Background: an optimization exercise with open tools, aiming at small area, a short achievable clock period and few clock cycles. Do not read the settings as production practice.
At most, simulation tests tie the RTL to the original design; equivalence was not proved.

==> module cm_mux2i, before the edit <==
module cm_mux2i (input wire a, input wire b, input wire s, output wire y);
    assign y = ~(s ? b : a);
endmodule
==> module dsl_cmac, before the edit <==
module dsl_cmac (
    input  wire         clk,
    input  wire         rst_n,         
    input  wire         key_load,
    input  wire [127:0] key,
    input  wire         in_valid,
    output wire         in_ready,
    input  wire [31:0]  in_data,
    input  wire         in_last,
    input  wire [1:0]   in_nbytes,     
    output reg          tag_valid,
    output wire [127:0] tag
);
    reg  [127:0] key_r;         
    reg          kz;            
    reg  [127:0] k1;            
    reg  [127:0] aes_st;        
    reg  [127:0] rk;            
    reg  [3:0]   rnd;           
    reg          kmode;         
    reg          waitx;         
    reg          cur_last;      
    reg  [127:0] buf_w;
    reg  [1:0]   bcnt;          
    reg          bfull;         
    reg          bpad;          
    reg          bpad80;        
    reg          blast;         
    reg          bwhole;        
    reg          bkey;          
    reg          c_mix;         
    reg          c_shift;       
    reg          c_hold;        
    reg          c_rk;          
    reg          c_buf;         
    reg          c_ks_key;      
    reg          c_ks_rk;       
    reg          c_kfin;        
    reg          c_kl;          
    reg  [7:0]   rcon;          
    assign in_ready = !bfull && !bpad;
    assign tag      = aes_st;
    wire take = in_valid && in_ready;
    wire [127:0] shifted, mixed;
    aes_round u_rd (.state_in(aes_st), .shifted(shifted), .mixed(mixed));
    wire [127:0] k2 = {k1[126:0], 1'b0} ^ (k1[127] ? 128'h87 : 128'h0);
    wire [127:0] bufop = buf_w ^ (blast ? (bwhole ? k1 : k2) : 128'h0);
    wire [127:0] opb = (c_rk ? rk : 128'h0) ^ (c_buf ? bufop : 128'h0);
    wire [127:0] oth = (c_shift ? shifted : 128'h0) | (c_hold ? aes_st : 128'h0);
    wire [127:0] opa_n, st_next;
    genvar gi;
    generate
        for (gi = 0; gi < 128; gi = gi + 1) begin : g_st
            cm_mux2i u_a (.a(oth[gi]), .b(mixed[gi]), .s(c_mix), .y(opa_n[gi]));
            cm_xnor2 u_x (.a(opa_n[gi]), .b(opb[gi]), .y(st_next[gi]));
        end
    endgenerate
    wire [127:0] rk_next;
    wire [127:0] ks_in = (c_ks_key ? key_r : 128'h0) | (c_ks_rk ? rk : 128'h0);
    aes_key_step u_ks (.key_in(ks_in), .rcon(rcon), .key_out(rk_next));
    wire [127:0] l_dbl = {aes_st[126:0], 1'b0} ^ (aes_st[127] ? 128'h87 : 128'h0);
    wire fin     = c_shift;     
    wire running = c_rk;        
    wire load    = c_buf;       
    wire restart = key_load || !rst_n;    
    reg  [3:0] n_rnd;
    reg        n_kz, n_kmode, n_waitx, n_cur_last;
    reg  [1:0] n_bcnt;
    reg        n_bfull, n_bpad, n_bpad80, n_blast, n_bwhole, n_bkey;
    always @* begin
        n_kz    = key_load ? 1'b0 : kz;
        n_kmode = load ? bkey : (fin ? 1'b0 : kmode);
        n_rnd   = load ? 4'd1 : ((fin || !running) ? 4'd0 : rnd + 4'd1);
        n_cur_last = load ? blast : cur_last;
        n_waitx = (fin && !cur_last && !kmode && !bfull) ? 1'b1 : (load ? 1'b0 : waitx);
        n_bcnt   = bcnt;
        n_bfull  = bfull;
        n_bpad   = bpad;
        n_bpad80 = bpad80;
        n_blast  = blast;
        n_bwhole = bwhole;
        n_bkey   = bkey;
        if (load) begin
            n_bfull = 1'b0;
            n_blast = 1'b0;
            n_bkey  = 1'b0;
        end else if (take || bpad) begin
            n_bcnt = bcnt + 2'd1;
            if (bcnt == 2'd3) begin
                n_bfull = 1'b1;
                n_bpad  = 1'b0;
            end else if (take && in_last) begin
                n_bpad = 1'b1;
            end
            n_bpad80 = take && in_last && (in_nbytes == 2'd3);
            if (take && in_last) begin
                n_blast  = 1'b1;
                n_bwhole = (bcnt == 2'd3) && (in_nbytes == 2'd3);
            end
        end
        if (restart) begin
            n_rnd = 4'd0;  n_kmode = 1'b0;  n_waitx = 1'b0;  n_cur_last = 1'b0;
            n_bcnt = 2'd0; n_bfull = 1'b0;  n_bpad = 1'b1;   n_bpad80 = 1'b0;
            n_blast = 1'b0; n_bkey = 1'b1;
        end
        if (!rst_n)
            n_kz = 1'b1;
    end
    wire n_fin     = (n_rnd == 4'd10);
    wire n_running = (n_rnd != 4'd0);
    wire n_ld_idle = !n_running && n_bfull && !c_kfin;
    wire n_ld_fin  = n_fin && !n_cur_last && !n_kmode && n_bfull;
    wire n_load    = n_ld_idle || n_ld_fin;
    reg  [7:0] n_rcon;
    always @* begin
        case (n_load ? 4'd1 : n_rnd + 4'd1)
            4'd1:  n_rcon = 8'h01;
            4'd2:  n_rcon = 8'h02;
            4'd3:  n_rcon = 8'h04;
            4'd4:  n_rcon = 8'h08;
            4'd5:  n_rcon = 8'h10;
            4'd6:  n_rcon = 8'h20;
            4'd7:  n_rcon = 8'h40;
            4'd8:  n_rcon = 8'h80;
            4'd9:  n_rcon = 8'h1b;
            4'd10: n_rcon = 8'h36;
            default: n_rcon = 8'h00;
        endcase
    end
    reg [31:0] wpad;            
    always @* begin
        wpad = in_data;
        if (bpad)
            wpad = {bpad80, 31'd0};
        else if (in_last) begin
            case (in_nbytes)
                2'd0: wpad = {in_data[31:24], 8'h80, 16'h0};
                2'd1: wpad = {in_data[31:16], 8'h80, 8'h0};
                2'd2: wpad = {in_data[31:8],  8'h80};
                default: wpad = in_data;
            endcase
        end
    end
    reg [31:0] kword;
    always @* begin
        case (bcnt)
            2'd0: kword = key_r[127:96];
            2'd1: kword = key_r[95:64];
            2'd2: kword = key_r[63:32];
            default: kword = key_r[31:0];
        endcase
        if (kz)
            kword = 32'd0;
    end
    always @(posedge clk) begin
        if (take || bpad)
            buf_w <= {buf_w[95:0], wpad ^ kword};
        aes_st <= st_next;
        rk     <= rk_next;
        if (c_kl)
            k1 <= l_dbl;
    end
    always @(posedge clk) begin
        rnd      <= n_rnd;
        kz       <= n_kz;
        kmode    <= n_kmode;
        waitx    <= n_waitx;
        cur_last <= n_cur_last;
        bcnt     <= n_bcnt;
        bfull    <= n_bfull;
        bpad     <= n_bpad;
        bpad80   <= n_bpad80;
        blast    <= n_blast;
        bwhole   <= n_bwhole;
        bkey     <= n_bkey;
        c_mix    <= n_running && !n_fin;
        c_shift  <= n_fin;
        c_hold   <= n_waitx && !n_running;
        c_rk     <= n_running;
        c_buf    <= n_load;
        c_ks_key <= n_load && !n_kz;
        c_ks_rk  <= !n_load;
        c_kfin   <= n_fin && n_kmode;
        c_kl     <= c_kfin && !restart;
        rcon     <= n_rcon;
        if (key_load)
            key_r <= key;
        if (!rst_n)
            tag_valid <= 1'b0;
        else
            tag_valid <= fin && cur_last && !kmode;
    end
endmodule
Settings: LEC_CHECK=0, CAP_MARGIN=40, CORE_MARGIN=2, CORE_UTILIZATION=30, PLACE_DENSITY=0.45, SETUP_SLACK_MARGIN=3, SLEW_MARGIN=30, SYNTH_HIERARCHICAL=1, SYNTH_MINIMUM_KEEP_SIZE=0; clock period 10.0 ns.
run.sh (not shown) runs the stock make flow with config.mk's settings and CLKGATE_MAP_FILE= SYNTH_SCRIPT=/design/flow/synth_recipe.tcl, a recipe that flattens the netlist after the stock synthesis.
The starting point completed with no timing, DRC or antenna violations.
Then changed:
--- a/flow/design.v
+++ b/flow/design.v
@@ -142,9 +142,6 @@
 module cm_nor2 (input wire a, input wire b, output wire y);
     assign y = ~(a | b);
 endmodule
-module cm_mux2i (input wire a, input wire b, input wire s, output wire y);
-    assign y = ~(s ? b : a);
-endmodule
 module aes_round (
     input  wire [127:0] state_in,
     output wire [127:0] shifted,      
@@ -257,15 +254,9 @@
     wire [127:0] k2 = {k1[126:0], 1'b0} ^ (k1[127] ? 128'h87 : 128'h0);
     wire [127:0] bufop = buf_w ^ (blast ? (bwhole ? k1 : k2) : 128'h0);
     wire [127:0] opb = (c_rk ? rk : 128'h0) ^ (c_buf ? bufop : 128'h0);
-    wire [127:0] oth = (c_shift ? shifted : 128'h0) | (c_hold ? aes_st : 128'h0);
-    wire [127:0] opa_n, st_next;
-    genvar gi;
-    generate
-        for (gi = 0; gi < 128; gi = gi + 1) begin : g_st
-            cm_mux2i u_a (.a(oth[gi]), .b(mixed[gi]), .s(c_mix), .y(opa_n[gi]));
-            cm_xnor2 u_x (.a(opa_n[gi]), .b(opb[gi]), .y(st_next[gi]));
-        end
-    endgenerate
+    wire [127:0] opa = (c_mix ? mixed : 128'h0) | (c_shift ? shifted : 128'h0) |
+                       (c_hold ? aes_st : 128'h0);
+    wire [127:0] st_next = opa ^ opb;
     wire [127:0] rk_next;
     wire [127:0] ks_in = (c_ks_key ? key_r : 128'h0) | (c_ks_rk ? rk : 128'h0);
     aes_key_step u_ks (.key_in(ks_in), .rcon(rcon), .key_out(rk_next));
Effect: Final cell count goes down by 1.6%; synthesized area goes down by 1.9%; design area goes up by 0.63%; worst hold slack improved by 0.0099 ns; count of clock-buffer cells in the layout goes up by 6; die area goes down by 1.9%; utilization goes up by 0.80 points; wire length goes down by 4.0%; via count goes down by 1.3%; global-route usage goes down by 0.49 points; setup slack got worse by 0.071 ns.
Testbench counts after the change, summed over its fixed seeds: cycles 77,502.
The RTL of the first run of this note was laid out without a check of its function.

* * *

dsl_cmac, a different RTL version from the one above (not shown whole).
For scale: roughly 6400 cells after synthesis, roughly 640 flip-flops, ~58000 sq um of cells after synthesis.
==> flow/config.mk <==
export PLATFORM = sky130hd
export DESIGN_NAME = dsl_cmac
export DESIGN_NICKNAME = dsl_cmac
export VERILOG_FILES = /design/flow/design.v
export SDC_FILE = /design/flow/constraint.sdc
export NUM_CORES = 8
export LEC_CHECK = 0
export CAP_MARGIN = 20
export CORE_MARGIN = 2
export CORE_UTILIZATION = 40
export CTS_BUF_LIST = sky130_fd_sc_hd__clkbuf_8 sky130_fd_sc_hd__clkbuf_16
export CTS_CLUSTER_DIAMETER = 100
export CTS_CLUSTER_SIZE = 20
export PLACE_DENSITY = 0.55
export SETUP_SLACK_MARGIN = 4.6
export SLEW_MARGIN = 20
export SYNTH_HIERARCHICAL = 1
export SYNTH_MINIMUM_KEEP_SIZE = 0
==> flow/constraint.sdc <==
create_clock -name core_clock -period 10.0 [get_ports {clk}]
set_input_delay 2.0000 -clock core_clock [delete_from_list [all_inputs] [get_ports {clk}]]
set_output_delay 2.0000 -clock core_clock [all_outputs]
set_load 0.01 [all_outputs]
standard.sh (not shown) runs the stock make flow with config.mk's settings and CLKGATE_MAP_FILE= SYNTH_SCRIPT=/design/flow/synth_recipe.tcl, a recipe that flattens the netlist after the stock synthesis.
==> flow/flow/run.sh <==
#!/bin/bash
set -eu -o pipefail
bash standard.sh synth > synth.log 2>&1
bash standard.sh "BUFFER_PORTS_ARGS=-buffer_cell sky130_fd_sc_hd__buf_1" finish > layout.log 2>&1
Rerun with:
--- a/flow/design.v
+++ b/flow/design.v
@@ -171,59 +171,62 @@
 module cm_nand2 (input wire a, input wire b, output wire y);
     assign y = ~(a & b);
 endmodule
 module cm_nor2 (input wire a, input wire b, output wire y);
     assign y = ~(a | b);
 endmodule
 module cm_mux2i (input wire a, input wire b, input wire s, output wire y);
     assign y = ~(s ? b : a);
 endmodule
 module aes_round (
     input  wire [127:0] state_in,
+    input  wire [127:0] round_key,
     output wire [127:0] shifted,      
-    output wire [127:0] mixed         
+    output wire [127:0] mixed_n       
 );
     wire [127:0] sub;
     genvar i, j, b;
     generate
         for (i = 0; i < 16; i = i + 1) begin : g_sub
             aes_sbox u_sbox (.x(state_in[127 - 8*i -: 8]), .y(sub[127 - 8*i -: 8]));
         end
         for (i = 0; i < 16; i = i + 1) begin : g_shift
             assign shifted[127 - 8*i -: 8] = sub[127 - 8*(((i / 4 + i % 4) % 4) * 4 + i % 4) -: 8];
         end
         for (i = 0; i < 4; i = i + 1) begin : g_mix
             wire [7:0] a [0:3];
             wire [7:0] p [0:3];
             wire [7:0] x [0:3];
             wire [7:0] q [0:3];
+            wire [7:0] k [0:3];
             for (j = 0; j < 4; j = j + 1) begin : g_byte
                 assign a[j] = shifted[127 - 32*i - 8*j -: 8];
             end
             for (j = 0; j < 4; j = j + 1) begin : g_col
                 for (b = 0; b < 8; b = b + 1) begin : g_bit
                     cm_xor2 u_p (.a(a[j][b]), .b(a[(j + 1) % 4][b]), .y(p[j][b]));
                 end
                 assign x[j][7] = p[j][6];
                 assign x[j][6] = p[j][5];
                 assign x[j][5] = p[j][4];
                 cm_xor2 u_x4 (.a(p[j][3]), .b(p[j][7]), .y(x[j][4]));
                 cm_xor2 u_x3 (.a(p[j][2]), .b(p[j][7]), .y(x[j][3]));
                 assign x[j][2] = p[j][1];
                 cm_xor2 u_x1 (.a(p[j][0]), .b(p[j][7]), .y(x[j][1]));
                 assign x[j][0] = p[j][7];
             end
             for (j = 0; j < 4; j = j + 1) begin : g_out
                 for (b = 0; b < 8; b = b + 1) begin : g_bit
-                    cm_xor2 u_q (.a(a[(j + 1) % 4][b]), .b(p[(j + 2) % 4][b]), .y(q[j][b]));
-                    cm_xor2 u_o (.a(q[j][b]), .b(x[j][b]), .y(mixed[127 - 32*i - 8*j - (7 - b)]));
+                    cm_xor2  u_k (.a(a[(j + 1) % 4][b]), .b(round_key[127 - 32*i - 8*j - (7 - b)]), .y(k[j][b]));
+                    cm_xor2  u_q (.a(k[j][b]), .b(p[(j + 2) % 4][b]), .y(q[j][b]));
+                    cm_xnor2 u_o (.a(q[j][b]), .b(x[j][b]), .y(mixed_n[127 - 32*i - 8*j - (7 - b)]));
                 end
             end
         end
     endgenerate
 endmodule
 module aes_key_step (
     input  wire [127:0] key_in,
     input  wire [7:0]   rcon,
     output wire [127:0] key_out
 );
     wire [31:0] w0 = key_in[127:96];
@@ -316,32 +319,32 @@
             default: kword = key_r[63:32];
         endcase
         if (kz)
             kword = 32'd0;
     end
     wire [31:0] kword3 = kz ? 32'd0 : key_r[31:0];
     wire [31:0]  w3     = (bvirt ? wpadw : wport) ^ kword3;
     wire         last3  = bvirt ? blast : in_last;
     wire         whole3 = !bvirt && (in_nbytes == 2'd3);   
     wire [127:0] k2     = {k1[126:0], 1'b0} ^ (k1[127] ? 128'h87 : 128'h0);
     wire [127:0] bufop  = {buf_w, w3} ^ (last3 ? (whole3 ? k1 : k2) : 128'h0);
-    wire [127:0] shifted, mixed;
-    aes_round u_rd (.state_in(aes_st), .shifted(shifted), .mixed(mixed));
+    wire [127:0] shifted, mixed_n;
+    aes_round u_rd (.state_in(aes_st), .round_key(rk), .shifted(shifted), .mixed_n(mixed_n));
     wire [127:0] opb = (c_rk ? rk : 128'h0) ^ (load ? bufop : 128'h0);
     wire [127:0] oth = (c_shift ? shifted : 128'h0) | (c_hold ? aes_st : 128'h0);
-    wire [127:0] opa_n, st_next;
+    wire [127:0] oth_n, st_next;
     genvar gi;
     generate
         for (gi = 0; gi < 128; gi = gi + 1) begin : g_st
-            cm_mux2i u_a (.a(oth[gi]), .b(mixed[gi]), .s(c_mix), .y(opa_n[gi]));
-            cm_xnor2 u_x (.a(opa_n[gi]), .b(opb[gi]), .y(st_next[gi]));
+            cm_xnor2 u_x (.a(oth[gi]), .b(opb[gi]), .y(oth_n[gi]));
+            cm_mux2i u_a (.a(oth_n[gi]), .b(mixed_n[gi]), .s(c_mix), .y(st_next[gi]));
         end
     endgenerate
     wire [127:0] rk_next;
     wire [127:0] ks_in = (c_ks_key ? key_r : 128'h0) | (c_ks_rk ? rk : 128'h0);
     aes_key_step u_ks (.key_in(ks_in), .rcon(rcon), .key_out(rk_next));
     wire [127:0] l_dbl = {aes_st[126:0], 1'b0} ^ (aes_st[127] ? 128'h87 : 128'h0);
     wire fin     = c_shift;     
     wire running = c_rk;        
     wire restart = key_load || !rst_n;    
     reg  [3:0] n_rnd;
     reg        n_kz, n_kmode, n_waitx, n_cur_last;
The changed run produced a clean layout.
Critical path depth rose by 5.
Core utilization fell by 0.95 points.
Cell area goes down slightly.
Via count went up slightly.
Testbench counts after the change, summed over its fixed seeds: cycles 77,494.
For the first run of this note, only the layout was checked, not whether the RTL still works.

afterwards: timing with drivers on the ports:
No port has a modelled driver above. Below, the same layouts with a new extraction and two added sets of constraints. Step 1: set_driving_cell puts a clkbuf_16 on clk and a buf_2 on each other input, an assumption about the parent block. Step 2 moves the port delays by t, midway between the first and last clock arrival at a register: inputs arrive t later, outputs are due t later. That takes back most of the time a late clock gives input paths. a / b / c = ideal ports / drivers / drivers and shift; a / b = the first two.
run	t, ns	setup WS [ns]	hold WS [ns]	clock arrival spread, ns
the first run of note 1	0.784	3.327 / 3.327 / 3.327	0.435 / 0.435 / 0.435	0.042 / 0.043
the second run of note 1	0.787	3.256 / 3.256 / 3.256	0.445 / 0.445 / 0.445	0.069 / 0.069
the first run of note 2	0.718	4.785 / 4.787 / 4.118	0.465 / 0.465 / 0.465	0.067 / 0.067
the second run of note 2	0.709	4.748 / 4.748 / 4.515	0.448 / 0.448 / 0.448	0.044 / 0.044
After both steps every run listed still meets setup and hold. For the first run of note 2, which loses most, drivers alone change the setup slack by +0.002 ns; drivers and shift together by -0.667 ns.
